What follows belongs to an exercise in optimizing a design on an open flow for small area, a short achievable clock period and few clock cycles per item; a production flow would make more cautious choices. In this exercise RTL edits were held to simulation tests only and were not proved equivalent to the original. Power is estimated from default activity; no workload was simulated.

--- design.v ---
module gf_mul64 (
    input  wire [63:0] a,
    input  wire [7:0]  c,
    output wire [63:0] p
);
  function [7:0] xt;             
    input [7:0] v;
    xt = {v[6:0], 1'b0} ^ (v[7] ? 8'h1D : 8'h00);
  endfunction
  wire [7:0] col [0:7];          
  assign col[0] = c;
  genvar j, l, k;
  generate
    for (j = 1; j < 8; j = j + 1) begin : cj
      assign col[j] = xt(col[j-1]);
    end
    for (l = 0; l < 8; l = l + 1) begin : lane
      for (k = 0; k < 8; k = k + 1) begin : bt
        assign p[8*l+k] = ^{a[8*l+7] & col[7][k], a[8*l+6] & col[6][k],
                            a[8*l+5] & col[5][k], a[8*l+4] & col[4][k],
                            a[8*l+3] & col[3][k], a[8*l+2] & col[2][k],
                            a[8*l+1] & col[1][k], a[8*l+0] & col[0][k]};
      end
    end
  endgenerate
endmodule
module pq_gpow (
    input  wire [3:0] x,
    output reg  [7:0] gx,
    output reg  [7:0] gnx
);
  always @(*) begin
    case (x)
      4'd0:  begin gx = 8'h01; gnx = 8'h01; end
      4'd1:  begin gx = 8'h02; gnx = 8'h8E; end
      4'd2:  begin gx = 8'h04; gnx = 8'h47; end
      4'd3:  begin gx = 8'h08; gnx = 8'hAD; end
      4'd4:  begin gx = 8'h10; gnx = 8'hD8; end
      4'd5:  begin gx = 8'h20; gnx = 8'h6C; end
      4'd6:  begin gx = 8'h40; gnx = 8'h36; end
      4'd7:  begin gx = 8'h80; gnx = 8'h1B; end
      4'd8:  begin gx = 8'h1D; gnx = 8'h83; end
      4'd9:  begin gx = 8'h3A; gnx = 8'hCF; end
      4'd10: begin gx = 8'h74; gnx = 8'hE9; end
      4'd11: begin gx = 8'hE8; gnx = 8'hFA; end
      4'd12: begin gx = 8'hCD; gnx = 8'h7D; end
      4'd13: begin gx = 8'h87; gnx = 8'hB0; end
      4'd14: begin gx = 8'h13; gnx = 8'h58; end
      default: begin gx = 8'h26; gnx = 8'h2C; end
    endcase
  end
endmodule
module pq_k1 (
    input  wire [3:0] d,
    output reg  [7:0] k
);
  always @(*) begin
    case (d)
      4'd0:  k = 8'h00;
      4'd1:  k = 8'hF4;
      4'd2:  k = 8'hA7;
      4'd3:  k = 8'h9D;
      4'd4:  k = 8'h72;
      4'd5:  k = 8'hED;
      4'd6:  k = 8'h5F;
      4'd7:  k = 8'h54;
      4'd8:  k = 8'hA0;
      4'd9:  k = 8'hA9;
      4'd10: k = 8'hFB;
      4'd11: k = 8'h74;
      4'd12: k = 8'h85;
      4'd13: k = 8'hE4;
      4'd14: k = 8'hC0;
      default: k = 8'h8A;
    endcase
  end
endmodule
module pq_engine (
    input  wire        clk,
    input  wire        rst,
    input  wire        cmd_valid,
    output wire        cmd_ready,
    input  wire [2:0]  cmd_op,
    input  wire [1:0]  cmd_width,    
    input  wire [3:0]  cmd_x,
    input  wire [3:0]  cmd_y,
    input  wire [7:0]  cmd_rows,     
    input  wire        in_valid,
    output wire        in_ready,
    input  wire [63:0] in_data,
    output reg         out_valid,
    input  wire        out_ready,
    output wire [63:0] out_a,
    output wire [63:0] out_b
);
  localparam OP_GEN = 3'd0;
  localparam OP_RDP = 3'd1;
  localparam OP_RDQ = 3'd2;
  localparam OP_RDD = 3'd3;
  localparam OP_RMW = 3'd4;
  localparam OP_CHK = 3'd5;
  function [7:0] xt;             
    input [7:0] v;
    xt = {v[6:0], 1'b0} ^ (v[7] ? 8'h1D : 8'h00);
  endfunction
  function [7:0] xi;             
    input [7:0] v;
    xi = {1'b0, v[7:1]} ^ (v[0] ? 8'h8E : 8'h00);
  endfunction
  reg        n_valid, n_init;
  reg [2:0]  n_op;
  reg [1:0]  n_wc;
  reg [3:0]  n_x, n_y, n_cnt;
  reg [7:0]  n_rows;
  reg [7:0]  n_t;                
  assign cmd_ready = !n_valid;
  wire [7:0] n_gx, n_gnx, n_k1;
  pq_gpow u_gpow (.x(n_x), .gx(n_gx), .gnx(n_gnx));
  pq_k1   u_k1   (.d(n_y - n_x), .k(n_k1));
  wire n_ready = n_valid && (n_op != OP_RDD || (!n_init && n_cnt == 4'd0));
  wire [4:0] n_w   = (n_wc == 2'd0) ? 5'd4 : (n_wc == 2'd1) ? 5'd8 : 5'd16;
  wire       n_x0  = (n_x == 4'd0);
  reg  [4:0] n_nd, n_rlm1;
  reg  [7:0] n_off, n_tq, n_r0;
  reg  [3:0] n_p0;
  always @(*) begin
    n_nd   = n_w;
    n_rlm1 = n_w - 5'd1;
    n_off  = 8'h00;
    n_tq   = 8'h01;
    n_r0   = 8'h01;
    n_p0   = 4'd0;
    case (n_op)
      OP_RDP: begin
        n_nd = n_w - 5'd1;
        n_tq = n_gnx;
        n_r0 = n_x0 ? 8'h02 : n_gnx;
        n_p0 = n_x0 ? 4'd1 : 4'd0;
      end
      OP_RDQ: begin
        n_nd  = n_w - 5'd1;
        n_off = n_gx;
        n_r0  = n_x0 ? 8'h02 : 8'h01;
        n_p0  = n_x0 ? 4'd1 : 4'd0;
      end
      OP_RDD: begin
        n_nd  = n_w - 5'd2;
        n_off = n_k1;
        n_tq  = n_t;
        n_r0  = !n_x0 ? n_t : (n_y == 4'd1) ? xt(xt(n_t)) : xt(n_t);
        n_p0  = !n_x0 ? 4'd0 : (n_y == 4'd1) ? 4'd2 : 4'd1;
      end
      OP_RMW: begin
        n_nd   = 5'd0;
        n_rlm1 = 5'd3;
        n_off  = n_gx;
      end
      OP_CHK: n_rlm1 = n_w + 5'd1;
      default: ;
    endcase
  end
  reg        c_act;
  reg [2:0]  c_op;
  reg [3:0]  c_x, c_y;
  reg [4:0]  c_nd, c_rlm1;
  reg [7:0]  c_rows;
  reg [7:0]  c_off, c_tq, c_r0;
  reg [3:0]  c_p0;
  reg        c_fa;
  reg        first;              
  reg [4:0]  k;                  
  reg [3:0]  pos;                
  reg [7:0]  r;                  
  reg [7:0]  coef;               
  reg        ea, eb;             
  assign in_ready = c_act && (!first || !out_valid || out_ready);
  wire beat = in_valid && in_ready;
  wire last = (k == c_rlm1);
  wire [63:0] prod;
  gf_mul64 u_mul (.a(in_data), .c(coef), .p(prod));
  reg [63:0] acc_a, acc_b;
  assign out_a = acc_a;
  assign out_b = acc_b;
  wire keep = !(beat && first);
  always @(posedge clk) begin
    acc_a <= (acc_a & {64{keep}}) ^ (in_data & {64{beat & ea}})
           ^ (prod & {64{beat & c_fa}});
    acc_b <= (acc_b & {64{keep}}) ^ (in_data & {64{beat & eb}})
           ^ (prod & {64{beat}});
  end
  wire       rec   = (c_op == OP_RDP) || (c_op == OP_RDQ) || (c_op == OP_RDD);
  wire [3:0] p1    = pos + 4'd1;
  wire [3:0] p2    = pos + 4'd2;
  wire       skip1 = (rec && p1 == c_x) || (c_op == OP_RDD && p1 == c_y);
  wire       skip2 = (c_op == OP_RDD && p2 == c_y);
  wire [7:0] r1    = xt(r);
  wire [7:0] r2    = xt(r1);
  wire [7:0] r3    = xt(r2);
  wire [3:0] pos_n = !skip1 ? p1 : skip2 ? pos + 4'd3 : p2;
  wire [7:0] r_n   = !skip1 ? r1 : skip2 ? r3 : r2;
  wire [4:0] k_n   = k + 5'd1;
  wire       d_n   = (k_n < c_nd);
  wire [1:0] t_n   = k_n[1:0] - c_nd[1:0];   
  reg [7:0] tr_coef;
  reg       tr_ea;
  always @(*) begin
    tr_coef = c_off;
    tr_ea   = 1'b1;
    case (c_op)
      OP_CHK: begin
        tr_coef = t_n[0] ? c_tq : 8'h00;
        tr_ea   = !t_n[0];
      end
      OP_RDP: begin
        tr_coef = c_tq;
        tr_ea   = 1'b0;
      end
      OP_RDD: begin
        tr_coef = t_n[0] ? c_tq : c_off;
        tr_ea   = !t_n[0];
      end
      OP_RMW: begin
        tr_coef = t_n[1] ? c_off : t_n[0] ? c_tq : 8'h00;
        tr_ea   = t_n[1] || !t_n[0];
      end
      default: ;
    endcase
  end
  wire       take_n = n_ready && (!c_act || (beat && last && c_rows == 8'd0));
  wire [2:0] s_op   = take_n ? n_op   : c_op;
  wire [7:0] s_r0   = take_n ? n_r0   : c_r0;
  wire [7:0] s_off  = take_n ? n_off  : c_off;
  wire [3:0] s_p0   = take_n ? n_p0   : c_p0;
  always @(posedge clk) begin
    if (rst) begin
      n_valid   <= 1'b0;
      c_act     <= 1'b0;
      out_valid <= 1'b0;
    end else begin
      if (cmd_valid && cmd_ready) begin
        n_valid <= 1'b1;
        n_init  <= 1'b1;
        n_op    <= cmd_op;
        n_wc    <= cmd_width;
        n_x     <= cmd_x;
        n_y     <= cmd_y;
        n_rows  <= cmd_rows;
      end else if (take_n) begin
        n_valid <= 1'b0;
      end else if (n_valid) begin
        if (n_init) begin
          n_init <= 1'b0;
          n_t    <= n_k1;
          n_cnt  <= n_x;
        end else if (n_cnt != 4'd0) begin
          n_t   <= xi(n_t);
          n_cnt <= n_cnt - 4'd1;
        end
      end
      if (out_valid && out_ready) out_valid <= 1'b0;
      if (beat && last) out_valid <= 1'b1;
      if (take_n) begin
        c_act  <= 1'b1;
        c_op   <= n_op;
        c_x    <= n_x;
        c_y    <= n_y;
        c_nd   <= n_nd;
        c_rlm1 <= n_rlm1;
        c_rows <= n_rows;
        c_off  <= n_off;
        c_tq   <= n_tq;
        c_r0   <= n_r0;
        c_p0   <= n_p0;
        c_fa   <= (n_op == OP_RDP) || (n_op == OP_RDD);
      end else if (beat && last) begin
        if (c_rows == 8'd0) c_act <= 1'b0;
        else c_rows <= c_rows - 8'd1;
      end
      if (take_n || (beat && last)) begin
        first <= 1'b1;
        k     <= 5'd0;
        pos   <= s_p0;
        r     <= s_r0;
        coef  <= (s_op == OP_RMW) ? 8'h00 : s_r0 ^ s_off;
        ea    <= (s_op != OP_RDP);
        eb    <= (s_op == OP_RDP);
      end else if (beat) begin
        first <= 1'b0;
        k     <= k_n;
        pos   <= pos_n;
        r     <= r_n;
        if (d_n) begin
          coef <= r_n ^ c_off;
          ea   <= (c_op != OP_RDP);
          eb   <= (c_op == OP_RDP);
        end else begin
          coef <= tr_coef;
          ea   <= tr_ea;
          eb   <= 1'b0;
        end
      end
    end
  end
endmodule
--- run.sh ---
#!/bin/bash
# synth_recipe.tcl (not shown) runs the flow's synth.tcl, then flattens the netlist and writes it again
# the make line also repeats each setting of config.mk as NAME=value (left out here)
make -C /OpenROAD-flow-scripts/flow DESIGN_CONFIG=/design/flow/config.mk WORK_HOME=/design/flow/orfs CLKGATE_MAP_FILE= SYNTH_SCRIPT=/design/flow/synth_recipe.tcl finish
--- config.mk ---
export PLATFORM = sky130hd
export DESIGN_NAME = pq_engine
export DESIGN_NICKNAME = pq_engine
export VERILOG_FILES = /design/flow/design.v
export SDC_FILE = /design/flow/constraint.sdc
export NUM_CORES = 4
export LEC_CHECK = 0
export CAP_MARGIN = 20
export CORE_MARGIN = 2
export CORE_UTILIZATION = 30
export SLEW_MARGIN = 20
--- constraint.sdc ---
create_clock -name core_clock -period 5.5 [get_ports {clk}]
set_input_delay 1.1000 -clock core_clock [delete_from_list [all_inputs] [get_ports {clk}]]
set_output_delay 1.1000 -clock core_clock [all_outputs]
set_load 0.01 [all_outputs]
==> run summary <==
logic make-up after synthesis:
family	count (synthesis)	synth area share, %
simple gates	1191	21.3
xor+xnor	657	30.5
compound gates	427	11.8
flops	266	28.3
buf+inv	252	4.35
mux	51	2.32
fa+ha+maj	25	1.39
flip-flops by register name (all words and copies together), names as in the netlist, 5 cells and up:
signal	count
c_r0	8
k	5
coef	8
c_off	8
n_t	8
n_gnx	8
r	8
acc_a	64
n_rows	8
c_nd	5
n_gx	8
c_tq	8
acc_b	64
c_rows	8
cell usage in the layout (no fill, tap or decap), types with 7 or more instances in the layout:
cell / instances
mux2i_1: 32
o221ai_1: 16
nand2_1: 822
buf_4: 66
a21oi_1: 116
clkbuf_16: 35
a31oi_1: 10
ha_1: 24
xor3_1: 14
nand3_1: 29
xnor3_1: 69
nor2b_1: 21
inv_1: 34
a311oi_1: 23
xnor2_2: 9
and3_1: 11
xor2_1: 168
o21ai_0: 110
a21o_1: 12
or3_1: 7
nor3_1: 32
clkbuf_1: 11
clkdlybuf4s50_1: 220
o22ai_1: 15
o211ai_1: 20
and2_1: 13
a22oi_1: 23
edfxtp_1: 119
dfxtp_1: 147
xnor2_1: 392
o31ai_1: 12
nand2b_1: 14
nand4_1: 7
o21a_1: 8
nor2_1: 187
mux2_2: 18
per-layer routing:
layer | up-vias | GRT usage, %
met5 | - | 0
met4 | 22 | 6.75
met3 | 178 | 4.29
met2 | 832 | 32.5
met1 | 9679 | 25.8
li1 | 9741 | -
where the power goes:
| group | switching [mW] | leakage (nW) | internal (mW) |
|---|---|---|---|
| logic | 2.86 | 7.78 | 2.92 |
| registers | 0.402 | 2.34 | 2.61 |
| clock network | 0.927 | 0.532 | 1.32 |
worst max-delay path, cell delays in order, from the launching register on:
cell,delay [ns]
edfxtp_1,0.45
inv_1,0.22
ha_1,0.34
nor2b_1,0.17
o21a_1,0.21
o21ai_0,0.54
nand3_1,0.40
a41oi_1,0.59
xnor2_1,0.19
a211oi_1,0.09
or4_1,0.55
metrics by stage:
step	area, um^2	std cells	hold slack [ns]
2_1_floorplan	23100	2869	0.424
3_3_place_gp	26300	3968	0.466
3_5_place_dp	26300	3968	0.469
4_1_cts	27300	4027	0.477
5_1_grt	27300	4027	0.494
6_report	27300	4028	0.475
how the worst max path moves through the flow:
stage | startpoint | endpoint | slack [ns]
floorplan | rst | n_gnx[1] | 1.10
detailed placement | out_ready | coef[4] | 1.20
global placement | out_ready | coef[4] | 1.28
global route | n_x[1] | coef[4] | 1.28
CTS | n_x[1] | coef[4] | 1.51
finish | n_x[1] | coef[4] | 1.49
cell type report:
class,count,share of cell area [%]
Clock buffer,50,3.56
Tap cell,1030,4.71
Clock inverter,9,0.426
Inverter,34,0.467
Timing Repair Buffer,287,9.94
Antenna cell,1,0.00915
Multi-Input combinational cell,2351,57.1
Sequential cell,266,23.8
==> impl_metrics.csv <==
group,metric,value,unit
outcome,status,"timing/DRC/antenna clean",
setup_path,rrSetupSlack,1.49,ns
final_layout,drive_above_1_share,5.67,%
drt,wl_met2,36400,um
die,start_util,30.3,%
logic_synthesis,synthCells,2869,
min_path,min_from,"acc_b[56]",
min_path,min_to,"acc_b[56]",
clock_tree,cts_tree,"yes",
logic_synthesis,ys_ff_latch,266,
pwr,cellLeakagePower,10.7,nW
pwr,power_density,404,mW/mm^2
clock_tree,clock_latency,0.57,ns
pwr,ir_worst_vdd,0.200,mV
drt,drt-total-wl,80000,um
clock_tree,clock_sinks,266,
min_path,hp-class,"register to register",
timing,setup_viol,0,
drt,dr.pass1.iters,6,
clock_tree,cts_resized,0,
timing,relSlewSlack,28.7,%
clock_tree,cts_hold_buf,0,
drt,drcViolationCount,0,
final_layout,fin_nets,3089,
timing,min_period,4.01,ns
setup_path,worstReg2RegEnd,"coef[4]",
logic_synthesis,synth_area,0.0231,mm^2
final_layout,regArea,0.00652,mm^2
min_path,min_path_cells,2,
timing,hold_viol,0,
grt,first_global_vias,19100,
setup_path,r2r-start,"n_x[1]",
clock_tree,cts-root-buf,"clkbuf_16",
drt,viasPerCell,5.08,
drt,met1_length,33700,um
flow_run,maxCapViolCount,0,
timing,drv_slew,0,
clock_tree,numCtsBuffers,34,
die,dieArea,0.0791,mm^2
logic_synthesis,synth_top_area_cell,"edfxtp_1",
place,gp_congestion,0.918,
final_layout,postLayoutCoreUtil,35.9,%
die,die_w,281,um
die,ioPinCount,221,
drt,ant_nets,0,
grt,groute.usage.overall,19.9,%
logic_synthesis,yosysUniqueCellTypes,76,
logic_synthesis,avgSynthCellArea,8.04,um^2
place,post-dp-hpwl,57200,um
clock_tree,clk_pin_slew,0.06,ns
drt,top_layer,"met5",
timing,worst_slack,1.49,ns
grt,grt_pass1_wl,120000,um
timing,fmax,0.249,GHz
clock_tree,clockBufferDepth,3,
setup_path,critical_path_class,"register to register",
logic_synthesis,synth_nets,2984,
setup_path,cp.required,5.80,ns
final_layout,nFillCells,7891,
final_layout,area_growth,18.6,%
logic_synthesis,ys_warn_count,4,
timing,clock-skew-final,0.0423,ns
die,dieHeight,281,um
logic_synthesis,synth_common_cells,"nand2_1, xnor2_1, nor2_1",
grt,grt_max_degree,99,
drt,met3WireLength,6910,um
timing,worst_slew_pin_slew,1.06,ns
clock_tree,post_cts_buffers,0,
drt,vias,20500,
grt,gr-total-overflow,0,
setup_path,path_max_fanout,6,
logic_synthesis,yosys.area.top_type_share,15.5,%
timing,rsz0062_at_grt,"false",
logic_synthesis,async_flop_share,0,%
setup_path,cp.arrival,4.31,ns
logic_synthesis,synth-edff-count,119,
timing,setup_tns,0,ns
timing,min_period_over_period,72.9,%
drt,drt_first_iter_violations,1971,
drt,wl_per_cell,19.9,um
clock_tree,htree_levels,2,
pwr,p_total,11.0,mW
place,portBuffers,220,
setup_path,startpoint_type,"register",
die,core,0.0761,mm^2
logic_synthesis,synth.area.top_cells,"edfxtp_1, xnor2_1, nand2_1",
die,rows,101,
place,place_ws,1.20,ns
grt,antenna_found_initial,12,
logic_synthesis,ys_seq_area_share,28.3,%
final_layout,multi_input_area,0.0156,mm^2
logic_synthesis,synth_most_common_cell,"nand2_1",
logic_synthesis,synth_ff_type,"dfxtp_1",
setup_path,endpoint_kind,"register",
setup_path,reg2reg_depth,10,
Testbench counts, summed over its fixed seeds: cycles 23,294, rows 2,762.

[afterwards: timing with drivers on the ports]
Ports are ideal in the flow. The routed layout listed here was re-timed in OpenROAD.
Step 1: set_driving_cell puts a clkbuf_16 on clk and a buf_2 on each other input, an assumption about the parent block.
Step 2 adds t to the input delays and takes it off the output delays; t is the mean of the earliest and latest rising clock arrival at the registers after step 1. Input paths then give back, and output paths get back, about the clock's delay inside the block.
Three values: ideal, step 1, step 2; two values: the first two.
t (ns): 0.611
setup slack, ns: 1.490 / 1.490 / 1.221
latest minus earliest clock arrival (ns): 0.045 / 0.046
slew at the worst register clock pin (ns): 0.06 / 0.06
After both steps this run still meets setup and hold. For this run, drivers alone change the setup slack by 0.000 ns; drivers and shift together by -0.269 ns.
